This design comes from an exercise in tuning for small area, a short achievable clock period and few clock cycles per item on the open sky130 flow, not from production work.
In this exercise RTL edits were held to simulation tests only and were not proved equivalent to the original.

==> inputs of cedar <==
## cap_meas
module cap_meas (
    input  wire               clk,
    input  wire               rst,
    input  wire               start,
    input  wire signed [13:0] top,
    input  wire signed [13:0] base,
    output wire               ready,
    input  wire               in_valid,
    input  wire               in_last,
    input  wire signed [13:0] in_code,
    output reg                done,
    output reg  signed [13:0] res_min,
    output reg  signed [13:0] res_max,
    output wire signed [31:0] res_mean,
    output wire        [31:0] res_rms,
    output wire        [31:0] res_period,
    output wire        [47:0] res_freq,
    output reg         [14:0] res_ampl,
    output wire        [31:0] res_rise,
    output wire        [31:0] res_fall,
    output wire        [31:0] res_over,
    output reg         [9:0]  res_none
);
export LEC_CHECK = 0
export CAP_MARGIN = 20
export CORE_MARGIN = 2
export CORE_UTILIZATION = 40
export SLEW_MARGIN = 20
create_clock -name core_clock -period 14.0 [get_ports {clk}]
run.sh (not shown) runs the stock make flow with config.mk's settings and CLKGATE_MAP_FILE= SYNTH_SCRIPT=/design/flow/synth_recipe.tcl, a recipe that flattens the netlist after the stock synthesis.
==> xenon (differences from cedar) <==
--- a/flow/design.v
+++ b/flow/design.v
@@ -12,13 +12,13 @@
     output reg  signed [13:0] res_min,
     output reg  signed [13:0] res_max,
     output wire signed [31:0] res_mean,
     output wire        [31:0] res_rms,
     output wire        [31:0] res_period,
     output wire        [47:0] res_freq,
-    output reg         [14:0] res_ampl,
+    output wire        [14:0] res_ampl,
     output wire        [31:0] res_rise,
     output wire        [31:0] res_fall,
     output wire        [31:0] res_over,
     output reg         [9:0]  res_none
 );
     localparam [63:0] C5 = 64'd30517578125;
@@ -41,39 +41,46 @@
         x0r <= in_code;
         x1r <= x0r;
         x2r <= x1r;
         xA  <= x2r;
         xB  <= xA;
     end
-    wire vA = pv[3];
     wire vB = pv[4];
     wire lB = pl[4];
     reg signed [13:0] top_r, base_r;
     always @(posedge clk)
         if (take) begin
             top_r  <= top;
             base_r <= base;
         end
     reg signed [14:0] l1_d;
-    reg        [15:0] l1_u;
-    always @(posedge clk) begin
+    always @(posedge clk)
         l1_d <= top_r - base_r;
-        l1_u <= top_r - base_r + 16'sd16395;
-    end
-    reg [21:0] l2_b;
-    wire [21:0] b_0 = {6'd0, l1_u};
-    wire [21:0] b_1 = {5'd0, l1_u, 1'b0};
-    wire [21:0] b_4 = {2'd0, l1_u, 4'd0};
-    wire [21:0] b_5 = {1'd0, l1_u, 5'd0};
-    wire [21:0] b_s1 = b_0 ^ b_1 ^ b_4;
-    wire [21:0] b_c1 = ((b_0 & b_1) | (b_0 & b_4) | (b_1 & b_4)) << 1;
-    wire [21:0] b_s2 = b_s1 ^ b_c1 ^ b_5;
-    wire [21:0] b_c2 = ((b_s1 & b_c1) | (b_s1 & b_5) | (b_c1 & b_5)) << 1;
+    wire [21:0] dx = {{7{l1_d[14]}}, l1_d};
+    function [43:0] csa;          
+        input [21:0] a, b, c;
+        begin
+            csa[43:22] = a ^ b ^ c;
+            csa[21:0]  = ((a & b) | (a & c) | (b & c)) << 1;
+        end
+    endfunction
+    wire [43:0] b_1 = csa(dx, dx << 1, dx << 4);
+    wire [43:0] b_2 = csa(b_1[43:22], b_1[21:0], dx << 5);
+    wire [43:0] b_3 = csa(b_2[43:22], b_2[21:0], 22'd836145);
+    reg  [21:0] l2_b;
     always @(posedge clk)
-        l2_b <= b_s2 + b_c2;
-    wire [31:0] p10 = {l2_b[21:0], 10'd0} + {8'd0, l2_b, 2'b00} + {16'd0, l1_u};
+        l2_b <= b_3[43:22] + b_3[21:0];
+    wire [31:0] p_a = {l2_b, 10'd0};
+    wire [31:0] p_b = {8'd0, l2_b, 2'b00};
+    wire [31:0] p_c = {{17{l1_d[14]}}, l1_d};
+    wire [31:0] p_s1 = p_a ^ p_b ^ p_c;
+    wire [31:0] p_c1 = ((p_a & p_b) | (p_a & p_c) | (p_b & p_c)) << 1;
+    wire [31:0] p_k  = 32'd16395;
+    wire [31:0] p_s2 = p_s1 ^ p_c1 ^ p_k;
+    wire [31:0] p_c2 = ((p_s1 & p_c1) | (p_s1 & p_k) | (p_c1 & p_k)) << 1;
+    wire [31:0] p10 = p_s2 + p_c2;
     reg  [11:0] l3_q;             
     reg         l3_nz;            
     always @(posedge clk) begin
         l3_q  <= p10[30:19];
         l3_nz <= |p10[18:15];
     end
@@ -87,13 +94,14 @@
         v_mid  <= base_r + (($signed({l1_d[14], l1_d}) + 16'sd1) >>> 1);
         v_high <= top_r - $signed({4'd0, l3_q}) + 16'sd1640 - $signed({15'd0, l3_nz});
         hc     <= h_w[9:1] + {8'd0, h_w[0]};
         hcm1   <= h_w[9:1] + {8'd0, h_w[0]} - 10'd1;
         d_pos  <= (l1_d > 15'sd0);
     end
-    reg signed [15:0] e_low, e_mid, e_high;
+    reg               ge_l, le_l, ge_m, le_m, ge_h, le_h;    
+    reg               ab_l, ab_m, ab_h;                      
     reg        [26:0] sqS, sqC;
     wire s13 = xA[13];
     wire [12:0] y = xA[12:0] ^ {13{s13}};
     wire cs1 = (y[0] & y[9]) ^ (y[1] & y[8]);
     wire cs2 = (y[0] & y[9]) & (y[1] & y[8]);
     wire cs3 = (y[0] & y[10]) ^ (y[1] & y[9]);
@@ -249,32 +257,38 @@
     wire cs153 = cs110 ^ (y[10] & y[12]);
     wire cs154 = cs110 & (y[10] & y[12]);
     wire cs155 = (y[11] & y[12]) ^ y[12];
     wire cs156 = (y[11] & y[12]) & y[12];
     wire [26:0] sq_s = {1'b0, cs156, cs154, cs152, cs150, cs148, cs146, cs144, cs142, cs140, cs138, cs136, cs134, cs132, cs130, cs128, cs126, cs124, cs122, cs120, cs118, cs116, cs114, cs112, cs111, (s13 & y[0]), y[0]};
     wire [26:0] sq_c = {1'b0, 1'b0, cs155, cs153, cs151, cs149, cs147, cs145, cs143, cs141, cs139, cs137, cs135, cs133, cs131, cs129, cs127, cs125, cs123, cs121, cs119, cs117, cs115, cs113, (s13 & y[1]), 1'b0, s13};
-    always @(posedge clk) begin
-        e_low  <= xA - v_low;
-        e_mid  <= xA - v_mid;
-        e_high <= xA - v_high;
-        sqS    <= sq_s;
-        sqC    <= sq_c;
-    end
     function ge_hc;
         input [15:0] e;
         input [9:0]  t;
         ge_hc = ~e[15] & ((|e[14:10]) | (e[9:0] >= t));
     endfunction
     function le_hc;
         input [15:0] e;
         input [9:0]  t;
         le_hc = e[15] & ((|(~e[14:10])) | ((~e[9:0]) >= t));
     endfunction
-    wire ge_l = ge_hc(e_low,  hc), le_l = le_hc(e_low,  hcm1);
-    wire ge_m = ge_hc(e_mid,  hc), le_m = le_hc(e_mid,  hcm1);
-    wire ge_h = ge_hc(e_high, hc), le_h = le_hc(e_high, hcm1);
+    wire signed [15:0] e_low  = xA - v_low;
+    wire signed [15:0] e_mid  = xA - v_mid;
+    wire signed [15:0] e_high = xA - v_high;
+    always @(posedge clk) begin
+        ge_l <= ge_hc(e_low,  hc);
+        le_l <= le_hc(e_low,  hcm1);
+        ge_m <= ge_hc(e_mid,  hc);
+        le_m <= le_hc(e_mid,  hcm1);
+        ge_h <= ge_hc(e_high, hc);
+        le_h <= le_hc(e_high, hcm1);
+        ab_l <= ~e_low[15];
+        ab_m <= ~e_mid[15];
+        ab_h <= ~e_high[15];
+        sqS    <= sq_s;
+        sqC    <= sq_c;
+    end
     reg s_low, s_mid, s_high;
     wire ev   = vB & ~first;
     wire r_l  = ev & ~s_low  & ge_l;
     wire f_l  = ev &  s_low  & le_l;
     wire r_m  = ev & ~s_mid  & ge_m;
     wire f_m  = ev &  s_mid  & le_m;
@@ -367,25 +381,24 @@
     reg  [2:0]  pst;
     reg         pld;              
     reg  [5:0]  pit;
     reg  [23:0] R;
     reg  [23:0] DV;
     reg  [47:0] NS;               
-    reg  [29:0] so_c;             
     reg  [14:0] u_c;              
-    reg  [13:0] d_c;              
-    reg  [13:0] df_c;             
     reg         per_ok, ov_ok;
     reg  [29:0] mq;               
     reg  [29:0] root;             
     reg  [31:0] srem;
     reg  [1:0]  qpair;
     reg         sq_go;
     reg  [15:0] mcar;             
     reg  [23:0] per_r;            
     reg  [29:0] ovr_r;            
+    reg  [2:0]  tsel;             
+    reg         r_ok_c, f_ok_c;
     reg  [23:0] rise_r, fall_r;
     wire fr_ok  = (~need_m | (sfd[0] & sfd[1])) &
                   (~need_r | (sfd[2] & sfd[3])) &
                   (~need_f | (sfd[4] & sfd[5]));
     reg  hand_r;
     wire hand   = s_end & fr_ok & (pst == P_IDLE) & ~done & ~hand_r;
@@ -397,15 +410,17 @@
         begin
             x = {kp, fp[7:0]} - {kn, fn[7:0]};
             c = {1'b0, fp[8]} - {1'b0, fn[8]};
             tdiff = x + {{14{c[1]}}, c, 8'd0};
         end
     endfunction
-    wire [23:0] span_w = tdiff(sk[1], sk[0], sa[1][8:0], sa[0][8:0]);
-    wire [23:0] rise_w = tdiff(sk[3], sk[2], sa[3][8:0], sa[2][8:0]);
-    wire [23:0] fall_w = tdiff(sk[5], sk[4], sa[5][8:0], sa[4][8:0]);
+    wire [15:0] td_kp = ({16{tsel[0]}} & sk[1]) | ({16{tsel[1]}} & sk[3]) | ({16{tsel[2]}} & sk[5]);
+    wire [15:0] td_kn = ({16{tsel[0]}} & sk[0]) | ({16{tsel[1]}} & sk[2]) | ({16{tsel[2]}} & sk[4]);
+    wire [8:0]  td_fp = ({9{tsel[0]}} & sa[1][8:0]) | ({9{tsel[1]}} & sa[3][8:0]) | ({9{tsel[2]}} & sa[5][8:0]);
+    wire [8:0]  td_fn = ({9{tsel[0]}} & sa[0][8:0]) | ({9{tsel[1]}} & sa[2][8:0]) | ({9{tsel[2]}} & sa[4][8:0]);
+    wire [23:0] td_w  = tdiff(td_kp, td_kn, td_fp, td_fn);
     wire [26:0] sq_x  = ss_lo ^ sqS ^ sqC;
     wire [26:0] sq_m  = (ss_lo & sqS) | (ss_lo & sqC) | (sqS & sqC);
     wire [27:0] sq_acc = {1'b0, sq_x} + {sq_m, 1'b0};
     wire [16:0] so_acc = {1'b0, so_lo} + {3'd0, ~xB[13], xB[12:0]};
     always @(posedge clk) begin
         if (rst) begin
@@ -468,15 +483,15 @@
             prev  <= xB;
             {so_cy, so_lo} <= so_acc;
             {ss_cy, ss_lo} <= sq_acc;
             if (xB < mn) mn <= xB;
             if (xB > mx) mx <= xB;
             if (first) begin
-                s_low  <= ~e_low[15];
-                s_mid  <= ~e_mid[15];
-                s_high <= ~e_high[15];
+                s_low  <= ab_l;
+                s_mid  <= ab_m;
+                s_high <= ab_h;
             end else begin
                 if (r_l) s_low  <= 1'b1;
                 if (f_l) s_low  <= 1'b0;
                 if (r_m) s_mid  <= 1'b1;
                 if (f_m) s_mid  <= 1'b0;
                 if (r_h) s_high <= 1'b1;
@@ -533,34 +548,36 @@
     wire        qbit = ~dsub[24];
     wire [23:0] R_n  = qbit ? dsub[23:0] : {R[22:0], NS[47]};
     wire [32:0] strial = {srem[30:0], qpair} - {1'b0, root, 2'b01};
     reg         cbit;             
     wire [15:0] msum = mcar + (cbit ? {1'b0, u_c} : 16'd0);
     wire [24:0] spanp = {1'b0, per_r} + {11'd0, u_c[14:1]};
+    wire [14:0] ampl_w = res_max - res_min;
     always @(posedge clk) begin
         done   <= 1'b0;
         hand_r <= hand;
+        tsel   <= {tsel[1:0], hand};
+        if (tsel[1]) rise_r <= r_ok_c ? td_w : 24'd0;
+        if (tsel[2]) fall_r <= f_ok_c ? td_w : 24'd0;
         begin
             if (hand_r) begin
                 pst     <= P_MSQ;
                 pit     <= 6'd0;
                 R       <= {9'd0, sumsq[41:27]};
                 NS      <= {sumsq[26:0], 21'd0};
                 DV      <= {8'd0, cnt};
-                so_c    <= sum_o;
+                mq      <= sum_o;
                 u_c     <= mcnt[14:0] - 15'd1;
-                d_c     <= l1_d[13:0];
-                df_c    <= mx - top_r;
+                ovr_r   <= {mx[13:0] - top_r[13:0], l1_d[13:0], 2'b00};
+                r_ok_c  <= need_r;
+                f_ok_c  <= need_f;
                 per_ok  <= need_m;
                 ov_ok   <= d_pos & (mx > top_r);
                 res_min <= mn;
                 res_max <= mx;
-                res_ampl <= mx - mn;
-                rise_r  <= need_r ? rise_w : 24'd0;
-                fall_r  <= need_f ? fall_w : 24'd0;
-                per_r   <= span_w;
+                per_r   <= td_w;
                 res_none <= {~d_pos, ~need_f, ~need_r, 1'b0, ~need_m, ~need_m, 4'b0000};
                 root    <= 30'd0;
                 srem    <= 32'd0;
                 qpair   <= 2'b00;
                 sq_go   <= 1'b0;
             end else begin
@@ -578,14 +595,14 @@
                     end
                     P_MEAN: begin
                         sq_go <= 1'b0;
                         if (pld) begin
                             pld <= 1'b0;
                             pit <= 6'd0;
-                            R   <= {8'd0, so_c[29:14]};
-                            NS  <= {so_c[13:0], 1'b0, DV[15:1], 18'd0};
+                            R   <= {8'd0, mq[29:14]};
+                            NS  <= {mq[13:0], 1'b0, DV[15:1], 18'd0};
                         end else begin
                             pit <= pit + 6'd1;
                             R   <= R_n;
                             NS  <= {NS[46:0], 1'b0};
                             mq  <= {mq[28:0], qbit};
                             if (pit == 6'd29) begin
@@ -596,14 +613,14 @@
                     end
                     P_OVER: begin
                         if (pld) begin
                             pld <= 1'b0;
                             pit <= 6'd0;
                             R   <= 24'd0;
-                            NS  <= {df_c, 3'd0, d_c[13:1], 18'd0};
-                            DV  <= {10'd0, d_c};
+                            NS  <= {ovr_r[29:16], 3'd0, ovr_r[15:3], 18'd0};
+                            DV  <= {10'd0, ovr_r[15:2]};
                             if (!ov_ok) begin
                                 ovr_r <= 30'd0;
                                 pst   <= P_PER;
                                 pld   <= 1'b1;
                             end
                         end else begin
@@ -624,12 +641,13 @@
                             R   <= 24'd0;
                             NS  <= {spanp, 23'd0};
                             DV  <= {9'd0, u_c};
                             if (!per_ok) begin
                                 per_r <= 24'd0;
                                 NS    <= 48'd0;
+                                R     <= {9'd0, ampl_w};
                                 pst   <= P_IDLE;
                                 done  <= 1'b1;
                             end
                         end else begin
                             pit <= pit + 6'd1;
                             R   <= R_n;
@@ -664,12 +682,13 @@
                         pit <= pit + 6'd1;
                         R   <= R_n;
                         NS  <= {NS[46:0], qbit};
                         if (pit == 6'd47) begin
                             pst  <= P_IDLE;
                             done <= 1'b1;
+                            R    <= {9'd0, ampl_w};
                         end
                     end
                     default: ;
                 endcase
             end
             if (sq_go) begin
@@ -684,16 +703,18 @@
         end
         if (rst) begin
             pst    <= P_IDLE;
             sq_go  <= 1'b0;
             done   <= 1'b0;
             hand_r <= 1'b0;
+            tsel   <= 3'd0;
         end
     end
     assign res_mean   = {{3{~mq[29]}}, mq[28:0]};
     assign res_rms    = {2'b00, root};
     assign res_period = {8'd0, per_r};
     assign res_freq   = NS;
     assign res_rise   = {8'd0, rise_r};
     assign res_fall   = {8'd0, fall_r};
     assign res_over   = {2'b00, ovr_r};
+    assign res_ampl   = R[14:0];
 endmodule
==> flow/flow/run.sh (new file) <==
#!/bin/bash
# The standard layout, with timing repair aimed past the 14 ns clock
# (ORFS's documented SETUP_SLACK_MARGIN sweep) and sizing not limited to
# same-footprint cells, so repair_timing keeps improving the critical
# paths. The SDC, clock and everything else are the standard flow's.
set -euo pipefail
bash standard.sh SETUP_SLACK_MARGIN=9.9 MATCH_CELL_FOOTPRINT=0 finish > standard.log 2>&1
==> flow/standard.sh (new file) <==
#!/bin/bash
# synth_recipe.tcl (not shown) runs the flow's synth.tcl, then flattens the netlist and writes it again
# the make line also repeats each setting of config.mk as NAME=value (left out here)
make -C /OpenROAD-flow-scripts/flow DESIGN_CONFIG=/design/flow/config.mk WORK_HOME=/design/flow/orfs CLKGATE_MAP_FILE= SYNTH_SCRIPT=/design/flow/synth_recipe.tcl "${@:-finish}"
==> flow/config.mk (replaced) <==
export PLATFORM = sky130hd
export DESIGN_NAME = cap_meas
export DESIGN_NICKNAME = cap_meas
export VERILOG_FILES = /design/flow/design.v
export SDC_FILE = /design/flow/constraint.sdc
export NUM_CORES = 4
export LEC_CHECK = 0
export CAP_MARGIN = 20
export CORE_MARGIN = 2
export CORE_UTILIZATION = 55
export SLEW_MARGIN = 20
removed: flow/run.sh
==> summary.txt <==
Outcome: xenon complete, no violations; cedar complete, no violations
Actual transition at the worst max-transition pin: xenon 1.34 ns; cedar 1.06 ns
Proportion of netlist area held by the largest area contributor: xenon 0.315; cedar 0.323
Capture point of the worst reg-to-reg path: xenon per_r[22]; cedar sa[0][1]
FF-to-FF path depth: xenon 16; cedar 15
Area occupied by registers: xenon 30400 um^2; cedar 33500 um^2
Buffers inserted during post-CTS setup optimization: xenon 218; cedar 0
Number of ordinary inverters in the final layout: xenon 667; cedar 769
Multiplexer share of the synthesized area: xenon 0.0229; cedar 0.0192
Total length of routed met3 wires: xenon 21.5 mm; cedar 14.4 mm
Critical-path maximum fanout: xenon 3; cedar 8
Part of the Yosys area used for sequential elements: xenon 0.439; cedar 0.452
Maximum clock frequency: xenon 228 MHz; cedar 200 MHz
DRT Wirelength: xenon 229 mm; cedar 223 mm
Final critical-path share of the clock period: xenon 0.313; cedar 0.356
Testbench counts of cedar, summed over its fixed seeds: cycles 144,143, records 256.
Testbench counts of xenon, summed over its fixed seeds: cycles 144,143, records 256.

## what the ideal ports hide
No port has a modelled driver above. Below, the same layouts with a new extraction and two added sets of constraints.
Step 1, drivers: a clkbuf_16 drives clk and a buf_2 each remaining input, both assumed.
Step 2 times the ports against the registers' clock, not the clock port: input delays grow and output delays shrink by t, the midpoint of the rising clock arrivals with the driver on.
a / b / c = no drivers / after step 1 / after step 2; a / b = the first two.
| run | t (ns) | setup WS [ns] | clock arrival spread, ns | worst slew at a driven data input, ns | cell pins on the clock port's net |
|---|---|---|---|---|---|
| cedar | 0.875 | 9.010 / 8.924 / 9.013 | 0.035 / 0.035 | 0.09 | 1 |
| xenon | 0.827 | 9.615 / 9.532 / 9.220 | 0.052 / 0.052 | 0.06 | 1 |
After both steps setup and hold are still met in every run listed. The setup slack of xenon, which loses most, moves by -0.083 ns with the drivers and by -0.395 ns with both steps.
